This is an optimization exercise on Yosys and OpenROAD, whose aim is small area, a short achievable clock period and few clock cycles, not a production implementation. In this exercise RTL edits were held to simulation tests only and were not proved equivalent to the original. Power is estimated from default activity; no workload was simulated.

$ cat flow/run.sh
#!/bin/bash
# synth_recipe.tcl (not shown) runs the flow's synth.tcl, then flattens the netlist and writes it again
# the make line also repeats each setting of config.mk as NAME=value (left out here)
make -C /OpenROAD-flow-scripts/flow DESIGN_CONFIG=/design/flow/config.mk WORK_HOME=/design/flow/orfs CLKGATE_MAP_FILE= SYNTH_SCRIPT=/design/flow/synth_recipe.tcl finish
$ cat flow/config.mk
export PLATFORM = sky130hd
export DESIGN_NAME = ite_cmac
export DESIGN_NICKNAME = ite_cmac
export VERILOG_FILES = /design/flow/design.v
export SDC_FILE = /design/flow/constraint.sdc
export NUM_CORES = 4
export LEC_CHECK = 0
export CAP_MARGIN = 20
export CELL_PAD_IN_SITES_DETAIL_PLACEMENT = 2
export CELL_PAD_IN_SITES_GLOBAL_PLACEMENT = 3
export CORE_MARGIN = 2
export CORE_UTILIZATION = 25
export PLACE_DENSITY = 0.35
export SLEW_MARGIN = 20
$ cat flow/constraint.sdc
create_clock -name core_clock -period 10.0 [get_ports {clk}]
set_input_delay 2.0000 -clock core_clock [delete_from_list [all_inputs] [get_ports {clk}]]
set_output_delay 2.0000 -clock core_clock [all_outputs]
set_load 0.01 [all_outputs]
$ cat flow/design.v
module aes_sbox (
    input  wire [7:0] a,
    output reg  [7:0] y
);
    always @(*) begin
        case (a)
            8'h00: y = 8'h63;
            8'h01: y = 8'h7c;
            8'h02: y = 8'h77;
            8'h03: y = 8'h7b;
            8'h04: y = 8'hf2;
            8'h05: y = 8'h6b;
            8'h06: y = 8'h6f;
            8'h07: y = 8'hc5;
            8'h08: y = 8'h30;
            8'h09: y = 8'h01;
            8'h0a: y = 8'h67;
            8'h0b: y = 8'h2b;
            8'h0c: y = 8'hfe;
            8'h0d: y = 8'hd7;
            8'h0e: y = 8'hab;
            8'h0f: y = 8'h76;
            8'h10: y = 8'hca;
            8'h11: y = 8'h82;
            8'h12: y = 8'hc9;
            8'h13: y = 8'h7d;
            8'h14: y = 8'hfa;
            8'h15: y = 8'h59;
            8'h16: y = 8'h47;
            8'h17: y = 8'hf0;
            8'h18: y = 8'had;
            8'h19: y = 8'hd4;
            8'h1a: y = 8'ha2;
            8'h1b: y = 8'haf;
            8'h1c: y = 8'h9c;
            8'h1d: y = 8'ha4;
            8'h1e: y = 8'h72;
            8'h1f: y = 8'hc0;
            8'h20: y = 8'hb7;
            8'h21: y = 8'hfd;
            8'h22: y = 8'h93;
            8'h23: y = 8'h26;
            8'h24: y = 8'h36;
            8'h25: y = 8'h3f;
            8'h26: y = 8'hf7;
            8'h27: y = 8'hcc;
            8'h28: y = 8'h34;
            8'h29: y = 8'ha5;
            8'h2a: y = 8'he5;
            8'h2b: y = 8'hf1;
            8'h2c: y = 8'h71;
            8'h2d: y = 8'hd8;
            8'h2e: y = 8'h31;
            8'h2f: y = 8'h15;
            8'h30: y = 8'h04;
            8'h31: y = 8'hc7;
            8'h32: y = 8'h23;
            8'h33: y = 8'hc3;
            8'h34: y = 8'h18;
            8'h35: y = 8'h96;
            8'h36: y = 8'h05;
            8'h37: y = 8'h9a;
            8'h38: y = 8'h07;
            8'h39: y = 8'h12;
            8'h3a: y = 8'h80;
            8'h3b: y = 8'he2;
            8'h3c: y = 8'heb;
            8'h3d: y = 8'h27;
            8'h3e: y = 8'hb2;
            8'h3f: y = 8'h75;
            8'h40: y = 8'h09;
            8'h41: y = 8'h83;
            8'h42: y = 8'h2c;
            8'h43: y = 8'h1a;
            8'h44: y = 8'h1b;
            8'h45: y = 8'h6e;
            8'h46: y = 8'h5a;
            8'h47: y = 8'ha0;
            8'h48: y = 8'h52;
            8'h49: y = 8'h3b;
            8'h4a: y = 8'hd6;
            8'h4b: y = 8'hb3;
            8'h4c: y = 8'h29;
            8'h4d: y = 8'he3;
            8'h4e: y = 8'h2f;
            8'h4f: y = 8'h84;
            8'h50: y = 8'h53;
            8'h51: y = 8'hd1;
            8'h52: y = 8'h00;
            8'h53: y = 8'hed;
            8'h54: y = 8'h20;
            8'h55: y = 8'hfc;
            8'h56: y = 8'hb1;
            8'h57: y = 8'h5b;
            8'h58: y = 8'h6a;
            8'h59: y = 8'hcb;
            8'h5a: y = 8'hbe;
            8'h5b: y = 8'h39;
            8'h5c: y = 8'h4a;
            8'h5d: y = 8'h4c;
            8'h5e: y = 8'h58;
            8'h5f: y = 8'hcf;
            8'h60: y = 8'hd0;
            8'h61: y = 8'hef;
            8'h62: y = 8'haa;
            8'h63: y = 8'hfb;
            8'h64: y = 8'h43;
            8'h65: y = 8'h4d;
            8'h66: y = 8'h33;
            8'h67: y = 8'h85;
            8'h68: y = 8'h45;
            8'h69: y = 8'hf9;
            8'h6a: y = 8'h02;
            8'h6b: y = 8'h7f;
            8'h6c: y = 8'h50;
            8'h6d: y = 8'h3c;
            8'h6e: y = 8'h9f;
            8'h6f: y = 8'ha8;
            8'h70: y = 8'h51;
            8'h71: y = 8'ha3;
            8'h72: y = 8'h40;
            8'h73: y = 8'h8f;
            8'h74: y = 8'h92;
            8'h75: y = 8'h9d;
            8'h76: y = 8'h38;
            8'h77: y = 8'hf5;
            8'h78: y = 8'hbc;
            8'h79: y = 8'hb6;
            8'h7a: y = 8'hda;
            8'h7b: y = 8'h21;
            8'h7c: y = 8'h10;
            8'h7d: y = 8'hff;
            8'h7e: y = 8'hf3;
            8'h7f: y = 8'hd2;
            8'h80: y = 8'hcd;
            8'h81: y = 8'h0c;
            8'h82: y = 8'h13;
            8'h83: y = 8'hec;
            8'h84: y = 8'h5f;
            8'h85: y = 8'h97;
            8'h86: y = 8'h44;
            8'h87: y = 8'h17;
            8'h88: y = 8'hc4;
            8'h89: y = 8'ha7;
            8'h8a: y = 8'h7e;
            8'h8b: y = 8'h3d;
            8'h8c: y = 8'h64;
            8'h8d: y = 8'h5d;
            8'h8e: y = 8'h19;
            8'h8f: y = 8'h73;
            8'h90: y = 8'h60;
            8'h91: y = 8'h81;
            8'h92: y = 8'h4f;
            8'h93: y = 8'hdc;
            8'h94: y = 8'h22;
            8'h95: y = 8'h2a;
            8'h96: y = 8'h90;
            8'h97: y = 8'h88;
            8'h98: y = 8'h46;
            8'h99: y = 8'hee;
            8'h9a: y = 8'hb8;
            8'h9b: y = 8'h14;
            8'h9c: y = 8'hde;
            8'h9d: y = 8'h5e;
            8'h9e: y = 8'h0b;
            8'h9f: y = 8'hdb;
            8'ha0: y = 8'he0;
            8'ha1: y = 8'h32;
            8'ha2: y = 8'h3a;
            8'ha3: y = 8'h0a;
            8'ha4: y = 8'h49;
            8'ha5: y = 8'h06;
            8'ha6: y = 8'h24;
            8'ha7: y = 8'h5c;
            8'ha8: y = 8'hc2;
            8'ha9: y = 8'hd3;
            8'haa: y = 8'hac;
            8'hab: y = 8'h62;
            8'hac: y = 8'h91;
            8'had: y = 8'h95;
            8'hae: y = 8'he4;
            8'haf: y = 8'h79;
            8'hb0: y = 8'he7;
            8'hb1: y = 8'hc8;
            8'hb2: y = 8'h37;
            8'hb3: y = 8'h6d;
            8'hb4: y = 8'h8d;
            8'hb5: y = 8'hd5;
            8'hb6: y = 8'h4e;
            8'hb7: y = 8'ha9;
            8'hb8: y = 8'h6c;
            8'hb9: y = 8'h56;
            8'hba: y = 8'hf4;
            8'hbb: y = 8'hea;
            8'hbc: y = 8'h65;
            8'hbd: y = 8'h7a;
            8'hbe: y = 8'hae;
            8'hbf: y = 8'h08;
            8'hc0: y = 8'hba;
            8'hc1: y = 8'h78;
            8'hc2: y = 8'h25;
            8'hc3: y = 8'h2e;
            8'hc4: y = 8'h1c;
            8'hc5: y = 8'ha6;
            8'hc6: y = 8'hb4;
            8'hc7: y = 8'hc6;
            8'hc8: y = 8'he8;
            8'hc9: y = 8'hdd;
            8'hca: y = 8'h74;
            8'hcb: y = 8'h1f;
            8'hcc: y = 8'h4b;
            8'hcd: y = 8'hbd;
            8'hce: y = 8'h8b;
            8'hcf: y = 8'h8a;
            8'hd0: y = 8'h70;
            8'hd1: y = 8'h3e;
            8'hd2: y = 8'hb5;
            8'hd3: y = 8'h66;
            8'hd4: y = 8'h48;
            8'hd5: y = 8'h03;
            8'hd6: y = 8'hf6;
            8'hd7: y = 8'h0e;
            8'hd8: y = 8'h61;
            8'hd9: y = 8'h35;
            8'hda: y = 8'h57;
            8'hdb: y = 8'hb9;
            8'hdc: y = 8'h86;
            8'hdd: y = 8'hc1;
            8'hde: y = 8'h1d;
            8'hdf: y = 8'h9e;
            8'he0: y = 8'he1;
            8'he1: y = 8'hf8;
            8'he2: y = 8'h98;
            8'he3: y = 8'h11;
            8'he4: y = 8'h69;
            8'he5: y = 8'hd9;
            8'he6: y = 8'h8e;
            8'he7: y = 8'h94;
            8'he8: y = 8'h9b;
            8'he9: y = 8'h1e;
            8'hea: y = 8'h87;
            8'heb: y = 8'he9;
            8'hec: y = 8'hce;
            8'hed: y = 8'h55;
            8'hee: y = 8'h28;
            8'hef: y = 8'hdf;
            8'hf0: y = 8'h8c;
            8'hf1: y = 8'ha1;
            8'hf2: y = 8'h89;
            8'hf3: y = 8'h0d;
            8'hf4: y = 8'hbf;
            8'hf5: y = 8'he6;
            8'hf6: y = 8'h42;
            8'hf7: y = 8'h68;
            8'hf8: y = 8'h41;
            8'hf9: y = 8'h99;
            8'hfa: y = 8'h2d;
            8'hfb: y = 8'h0f;
            8'hfc: y = 8'hb0;
            8'hfd: y = 8'h54;
            8'hfe: y = 8'hbb;
            8'hff: y = 8'h16;
        endcase
    end
endmodule
module ite_cmac (
    input  wire         clk,
    input  wire         rst,
    output wire         ready,
    input  wire         key_load,
    input  wire [255:0] key,
    output reg          kcv_valid,
    output reg  [23:0]  kcv,
    input  wire         msg_start,
    input  wire [15:0]  tenant,
    input  wire [15:0]  ns,
    input  wire [63:0]  lba,
    input  wire [31:0]  zgen,
    input  wire [31:0]  key_id,
    input  wire         blk_valid,
    output wire         blk_ready,
    input  wire [127:0] blk_data,
    output reg          tag_valid,
    output reg  [127:0] tag
);
    localparam [2:0] S_IDLE = 3'd0,
                     S_KEXP = 3'd1,    
                     S_KL   = 3'd2,    
                     S_KCV  = 3'd3,    
                     S_MSG  = 3'd4;    
    reg  [2:0]   mode;
    reg          running;      
    reg  [3:0]   rnd;          
    reg  [8:0]   blk;          
    reg  [127:0] state;        
    reg  [127:0] k1;           
    reg  [255:0] kx;           
    reg  [7:0]   rcon;
    reg  [15:0]  h_tenant, h_ns;
    reg  [63:0]  h_lba;
    reg  [31:0]  h_zgen, h_key_id;
    integer i;
    function [7:0] xtime;
        input [7:0] b;
        xtime = {b[6:0], 1'b0} ^ (b[7] ? 8'h1b : 8'h00);
    endfunction
    function [15:0] le16;
        input [15:0] v;
        le16 = {v[7:0], v[15:8]};
    endfunction
    function [31:0] le32;
        input [31:0] v;
        le32 = {v[7:0], v[15:8], v[23:16], v[31:24]};
    endfunction
    function [63:0] le64;
        input [63:0] v;
        le64 = {le32(v[31:0]), le32(v[63:32])};
    endfunction
    wire [128*15-1:0] rk_flat;
    reg  [127:0]      rk_cur;
    wire [31:0] kw_last = kx[31:0];
    wire [31:0] kw_sel  = rnd[0] ? kw_last : {kw_last[23:0], kw_last[31:24]};
    wire [31:0] kw_sub;
    aes_sbox u_ks0 (.a(kw_sel[31:24]), .y(kw_sub[31:24]));
    aes_sbox u_ks1 (.a(kw_sel[23:16]), .y(kw_sub[23:16]));
    aes_sbox u_ks2 (.a(kw_sel[15:8]),  .y(kw_sub[15:8]));
    aes_sbox u_ks3 (.a(kw_sel[7:0]),   .y(kw_sub[7:0]));
    wire [31:0] kt   = rnd[0] ? kw_sub : (kw_sub ^ {rcon, 24'h0});
    wire [31:0] nw0  = kx[255:224] ^ kt;
    wire [31:0] nw1  = kx[223:192] ^ nw0;
    wire [31:0] nw2  = kx[191:160] ^ nw1;
    wire [31:0] nw3  = kx[159:128] ^ nw2;
    wire [127:0] kexp_new = {nw0, nw1, nw2, nw3};
    wire do_key_load = (mode == S_IDLE) && key_load;
    genvar g;
    generate
        for (g = 0; g < 15; g = g + 1) begin : g_rk
            reg [127:0] q;
            always @(posedge clk) begin
                if (g == 0) begin
                    if (do_key_load) q <= key[255:128];
                end else if (g == 1) begin
                    if (do_key_load) q <= key[127:0];
                end else begin
                    if (mode == S_KEXP && rnd == g) q <= kexp_new;
                end
            end
            assign rk_flat[g*128 +: 128] = q;
        end
    endgenerate
    always @(*) begin
        rk_cur = 128'h0;
        for (i = 0; i < 15; i = i + 1)
            if (rnd == i) rk_cur = rk_flat[i*128 +: 128];
    end
    wire [127:0] rk0 = rk_flat[127:0];
    wire [127:0] sb;
    generate
        for (g = 0; g < 16; g = g + 1) begin : g_sb
            aes_sbox u_sb (.a(state[127-8*g -: 8]), .y(sb[127-8*g -: 8]));
        end
    endgenerate
    reg [127:0] sr;
    reg [127:0] mc;
    reg [7:0]   a0, a1, a2, a3, t;
    integer c, r;
    always @(*) begin
        for (c = 0; c < 4; c = c + 1)
            for (r = 0; r < 4; r = r + 1)
                sr[127-8*(4*c+r) -: 8] = sb[127-8*(4*(((c+r)%4))+r) -: 8];
        for (c = 0; c < 4; c = c + 1) begin
            a0 = sr[127-32*c    -: 8];
            a1 = sr[127-32*c-8  -: 8];
            a2 = sr[127-32*c-16 -: 8];
            a3 = sr[127-32*c-24 -: 8];
            t  = a0 ^ a1 ^ a2 ^ a3;
            mc[127-32*c    -: 8] = a0 ^ t ^ xtime(a0 ^ a1);
            mc[127-32*c-8  -: 8] = a1 ^ t ^ xtime(a1 ^ a2);
            mc[127-32*c-16 -: 8] = a2 ^ t ^ xtime(a2 ^ a3);
            mc[127-32*c-24 -: 8] = a3 ^ t ^ xtime(a3 ^ a0);
        end
    end
    wire [127:0] round_out = ((rnd == 4'd14) ? sr : mc) ^ rk_cur;
    wire         last_rnd  = (rnd == 4'd14);
    wire [127:0] hdr0 = {le16(h_tenant), le16(h_ns), le64(h_lba), le32(h_zgen)};
    wire [127:0] hdr1 = {le32(h_key_id), 96'h0};
    wire         need_data = (mode == S_MSG) && !running && (blk >= 9'd2);
    assign blk_ready = need_data;
    wire         blk_go    = (mode == S_MSG) && !running && ((blk < 9'd2) || blk_valid);
    wire [127:0] msg_in    = (blk == 9'd0) ? hdr0 : (blk == 9'd1) ? hdr1 : blk_data;
    wire [127:0] chain     = (blk == 9'd0) ? 128'h0 : state;
    wire [127:0] last_mask = (blk == 9'd257) ? k1 : 128'h0;
    wire [127:0] L_dbl = {round_out[126:0], 1'b0} ^ (round_out[127] ? 128'h87 : 128'h0);
    assign ready = (mode == S_IDLE);
    always @(posedge clk) begin
        if (rst) begin
            mode      <= S_IDLE;
            running   <= 1'b0;
            rnd       <= 4'd0;
            blk       <= 9'd0;
            kcv_valid <= 1'b0;
            tag_valid <= 1'b0;
        end else begin
            kcv_valid <= 1'b0;
            tag_valid <= 1'b0;
            case (mode)
                S_IDLE: begin
                    if (key_load) begin
                        kx   <= key;
                        rcon <= 8'h01;
                        rnd  <= 4'd2;
                        mode <= S_KEXP;
                    end else if (msg_start) begin
                        h_tenant <= tenant;
                        h_ns     <= ns;
                        h_lba    <= lba;
                        h_zgen   <= zgen;
                        h_key_id <= key_id;
                        blk      <= 9'd0;
                        running  <= 1'b0;
                        mode     <= S_MSG;
                    end
                end
                S_KEXP: begin
                    kx <= {kx[127:0], kexp_new};
                    if (!rnd[0]) rcon <= xtime(rcon);
                    if (rnd == 4'd14) begin
                        rnd     <= 4'd0;
                        running <= 1'b0;
                        mode    <= S_KL;
                    end else begin
                        rnd <= rnd + 4'd1;
                    end
                end
                S_KL, S_KCV: begin
                    if (!running) begin
                        state   <= ((mode == S_KL) ? 128'h0 : k1) ^ rk0;
                        rnd     <= 4'd1;
                        running <= 1'b1;
                    end else begin
                        state <= round_out;
                        if (last_rnd) begin
                            running <= 1'b0;
                            if (mode == S_KL) begin
                                k1   <= L_dbl;
                                mode <= S_KCV;
                            end else begin
                                kcv       <= {round_out[111:104], round_out[119:112], round_out[127:120]};
                                kcv_valid <= 1'b1;
                                mode      <= S_IDLE;
                            end
                        end else begin
                            rnd <= rnd + 4'd1;
                        end
                    end
                end
                S_MSG: begin
                    if (!running) begin
                        if (blk_go) begin
                            state   <= msg_in ^ chain ^ last_mask ^ rk0;
                            rnd     <= 4'd1;
                            running <= 1'b1;
                        end
                    end else begin
                        state <= round_out;
                        if (last_rnd) begin
                            running <= 1'b0;
                            if (blk == 9'd257) begin
                                tag       <= round_out;
                                tag_valid <= 1'b1;
                                mode      <= S_IDLE;
                            end else begin
                                blk <= blk + 9'd1;
                            end
                        end else begin
                            rnd <= rnd + 4'd1;
                        end
                    end
                end
                default: mode <= S_IDLE;
            endcase
        end
    end
endmodule
==> results.sh <==
export IMPL_cts_htree_levels=5
export IMPL_firstDrtPassIters=6
export IMPL_wl_mm=1591
export IMPL_final_cells=33347
export IMPL_grt_pass1_wl_mm=2083
export IMPL_grt_ovfl_total=0
export IMPL_final_core_util_pct=29.88
export IMPL_rrSetupSlack_ns=1.85
export IMPL_placed_area_um2=224500
export IMPL_ir_worst_vdd_mv=0.1608
export IMPL_grt_pass1_vias=206559
export IMPL_synth_enable_flop_cells=2752
export IMPL_timing_slew_headroom_pct=11.42
export IMPL_synth_avg_cell_area_um2=9.032
export IMPL_powerDensity_nw_per_um2=229.2
export IMPL_worstSetupEndpoint="g_sb[0].u_sb.y[2]"
export IMPL_status="no timing/DRC/antenna violations"
export IMPL_via_count=207446
export IMPL_clk_path_buf_depth=4
export IMPL_maxCapViolCount=0
export IMPL_leakage_nw=79.10
export IMPL_grt_max_degree=136
export IMPL_fp_row_count=327
export IMPL_synth_common_cells="edfxtp_1, nand2_1, a21oi_1"
export IMPL_drive_above_1_share_pct=11.85
export IMPL_antenna_left=0
export IMPL_syn_area_um2=199100
export IMPL_postCtsResizedCells=0
export IMPL_place_hpwl_mm=1200
export IMPL_wl_per_cell_um=47.70
export IMPL_grt_usage_pct=38.03
export IMPL_cp_end_kind="register"
export IMPL_synthCells=22042
export IMPL_r2r_start="mode[2]"
export IMPL_die_w_um=896.4
export IMPL_numCtsBuffers=379
export IMPL_finalNetCount=23277
export IMPL_fin_crit_sh_pct=81.47
export IMPL_yosysMostFrequentCell="edfxtp_1"
export IMPL_nFillCells=87653
export IMPL_worst_setup_path_type="register to register"
export IMPL_crit_fanout=65
export IMPL_arrival_ns=9.00
export IMPL_dpl_cell_count=32598
export IMPL_pre_cts_ws_ns=1.411
export IMPL_cts_root_buf="clkbuf_16"
export IMPL_seq_area_um2=85610
export IMPL_synthesis_nets=22867
export IMPL_drtIter0Drc=24632
export IMPL_drc=0
export IMPL_start_kind="register"
export IMPL_finalInstanceArea_um2=237000
export IMPL_regToRegEndpoint="g_sb[0].u_sb.y[2]"
export IMPL_cts_tree="done"
export IMPL_boundaryPins=705
export IMPL_vias_per_cell=6.221
export IMPL_synth_top_cell_area_share_pct=41.51
export IMPL_ys_types=128
export IMPL_cts_hold_buf=0
export IMPL_fin_crit_ns=8.147
export IMPL_synth_flop_cell="edfxtp_1"
export IMPL_skew_ns=0.09868
export IMPL_hp_class="register to register"
export IMPL_synth_largest_area_cell="edfxtp_1"
export IMPL_finalSetupViolCount=0
export IMPL_r2r_cells=15
export IMPL_insertion_delay_ns=1.10
export IMPL_cp_startpoint="mode[2]"
export IMPL_postCtsSetupRepairBufs=0
export IMPL_fp_dieH_um=896.4
export IMPL_multi_input_area_um2=105800
export IMPL_area_growth_synth_to_final_pct=19.05
export IMPL_synthTopCellsByArea="edfxtp_1, a21oi_1, nand2_1"
export IMPL_path_clk_slew_ns=0.06
export IMPL_yosys_warnings=2
export IMPL_whs_ns=0.4940
export IMPL_tightest_slew_ns=1.329
export IMPL_synth_seq_cells=2899
export IMPL_fmax_mhz=122.7
export IMPL_synth_seq_area_share_pct=42.99
export IMPL_start_util_pct=25.10
export IMPL_cp_required_ns=10.86
export IMPL_drv_slew=0
export IMPL_rsz0062_at_grt="no"
export IMPL_layout_setup_ws_ns=1.853
export IMPL_io_buffers=704
export IMPL_ys_async_sr_fraction_pct=0
export IMPL_dieArea_um2=803500
export IMPL_cts_sinks=2899
export IMPL_finalHoldViolCount=0
export IMPL_routabilityCongestion=0.9806
export IMPL_core_area_um2=793300
export IMPL_antenna_found_initial=147
final cells by class:
class	instances	area share [%]
multi-input combinational	16745	44.63
sequential	2899	36.12
timing repair buffer	2148	7.992
tap	10528	5.558
clock buffer	465	4.173
clock inverter	229	1.014
inverter	279	0.4582
antenna	54	0.05701
critical path, stage by stage (launching register included):
cell and delay [ns]:
dfxtp_2 0.80, nor3b_2 0.32, buf_4 0.52, a21oi_1 0.09
buf_4 0.26, a211o_4 0.62, inv_8 0.58, buf_12 0.41
mux2i_2 0.96, buf_4 0.36, ha_1 0.76, nand2b_1 0.55
a311oi_1 0.19, o41ai_1 0.53, a311oi_1 0.17, a311oi_1 0.48
registers in the layout, indices dropped and copies added (netlist names), 9 cells and up:
register     count
h_lba           64
kcv             24
tag            128
h_zgen          32
h_tenant        16
state          128
h_key_id        32
h_ns            16
kx             256
blk              9
g_sb.u_sb.y     96
k1             128
g_rk.q        1920
through the flow:
stage / total power, mW / TNS, ns
floorplan: 25.46 / -715.50
finish: 54.32 / 0
detailed placement: 39.77 / 0
global route: 55.15 / 0
global placement: 39.69 / 0
CTS: 54.16 / 0
where the power goes:
| part | switching, mW | internal [mW] | total [mW] |
|---|---|---|---|
| registers | 0.874 | 15.7 | 16.5 |
| logic | 17.8 | 5.73 | 23.5 |
| clock network | 6.30 | 7.98 | 14.3 |
cell usage in the layout, fill, tap and decap left out, drive strengths merged, types with 416 or more instances in the layout:
cell           instances
buf                 1445
xnor2                637
o211ai               419
a21oi               2054
nor2                1628
o21ai               1767
clkbuf               465
nor3                 587
a211oi               416
edfxtp              2752
clkdlybuf4s50        703
nand2               2623
nand3                631
cell families after synthesis:
kind of cell | Yosys count | share of synthesized area [%]
AO/OA/AOI/OAI | 8164 | 27.23
XOR/XNOR | 1031 | 4.953
adder cells (fa/ha/maj) | 276 | 1.735
buffers and inverters | 2398 | 5.257
flip-flops | 2899 | 42.99
multiplexers | 298 | 1.646
AND/OR/NAND/NOR | 6976 | 16.20
metal layers:
metal / track usage (%) / part of all wire, % / vias up / wire (µm)
met5: 0 / 0.0087 / - / 139
met3: 4.790 / 6.0 / 1885 / 94800
met4: 25.34 / 8.3 / 22 / 131900
li1: - / - / 85014 / -
met1: 49.74 / 42 / 111656 / 663700
met2: 58.93 / 44 / 8869 / 700100
worst min-delay path by stage:
stage                start  endpoint  cells past startpoint
floorplan           kx[32]   kx[160]                      2
global route        kx[39]   kx[167]                      2
global placement    kx[59]   kx[187]                      2
CTS                 kx[39]   kx[167]                      2
finish              kx[39]   kx[167]                      2
detailed placement  kx[87]   kx[215]                      2
Testbench counts, summed over its fixed seeds: cycles 124,224.

-- what the ideal ports hide --
In the flow no input, the clock included, has a driving cell. The finished layout below was timed again as built, in two steps.
Step 1, drivers: a clkbuf_16 drives clk and a buf_2 each remaining input, both assumed.
Step 2 adds t to the input delays and takes it off the output delays; t is the mean of the earliest and latest rising clock arrival at the registers after step 1. Input paths then give back, and output paths get back, about the clock's delay inside the block.
a / b / c = no drivers / after step 1 / after step 2; a / b = the first two.
t, ns: 1.179
setup WS [ns]: 1.853 / 1.853 / 1.134
worst hold slack (ns): 0.494 / 0.494 / 0.494
worst data-port slew with drivers (ns): 0.26
After both steps this run still meets setup and hold. For this run, drivers alone change the setup slack by 0.000 ns; drivers and shift together by -0.719 ns.
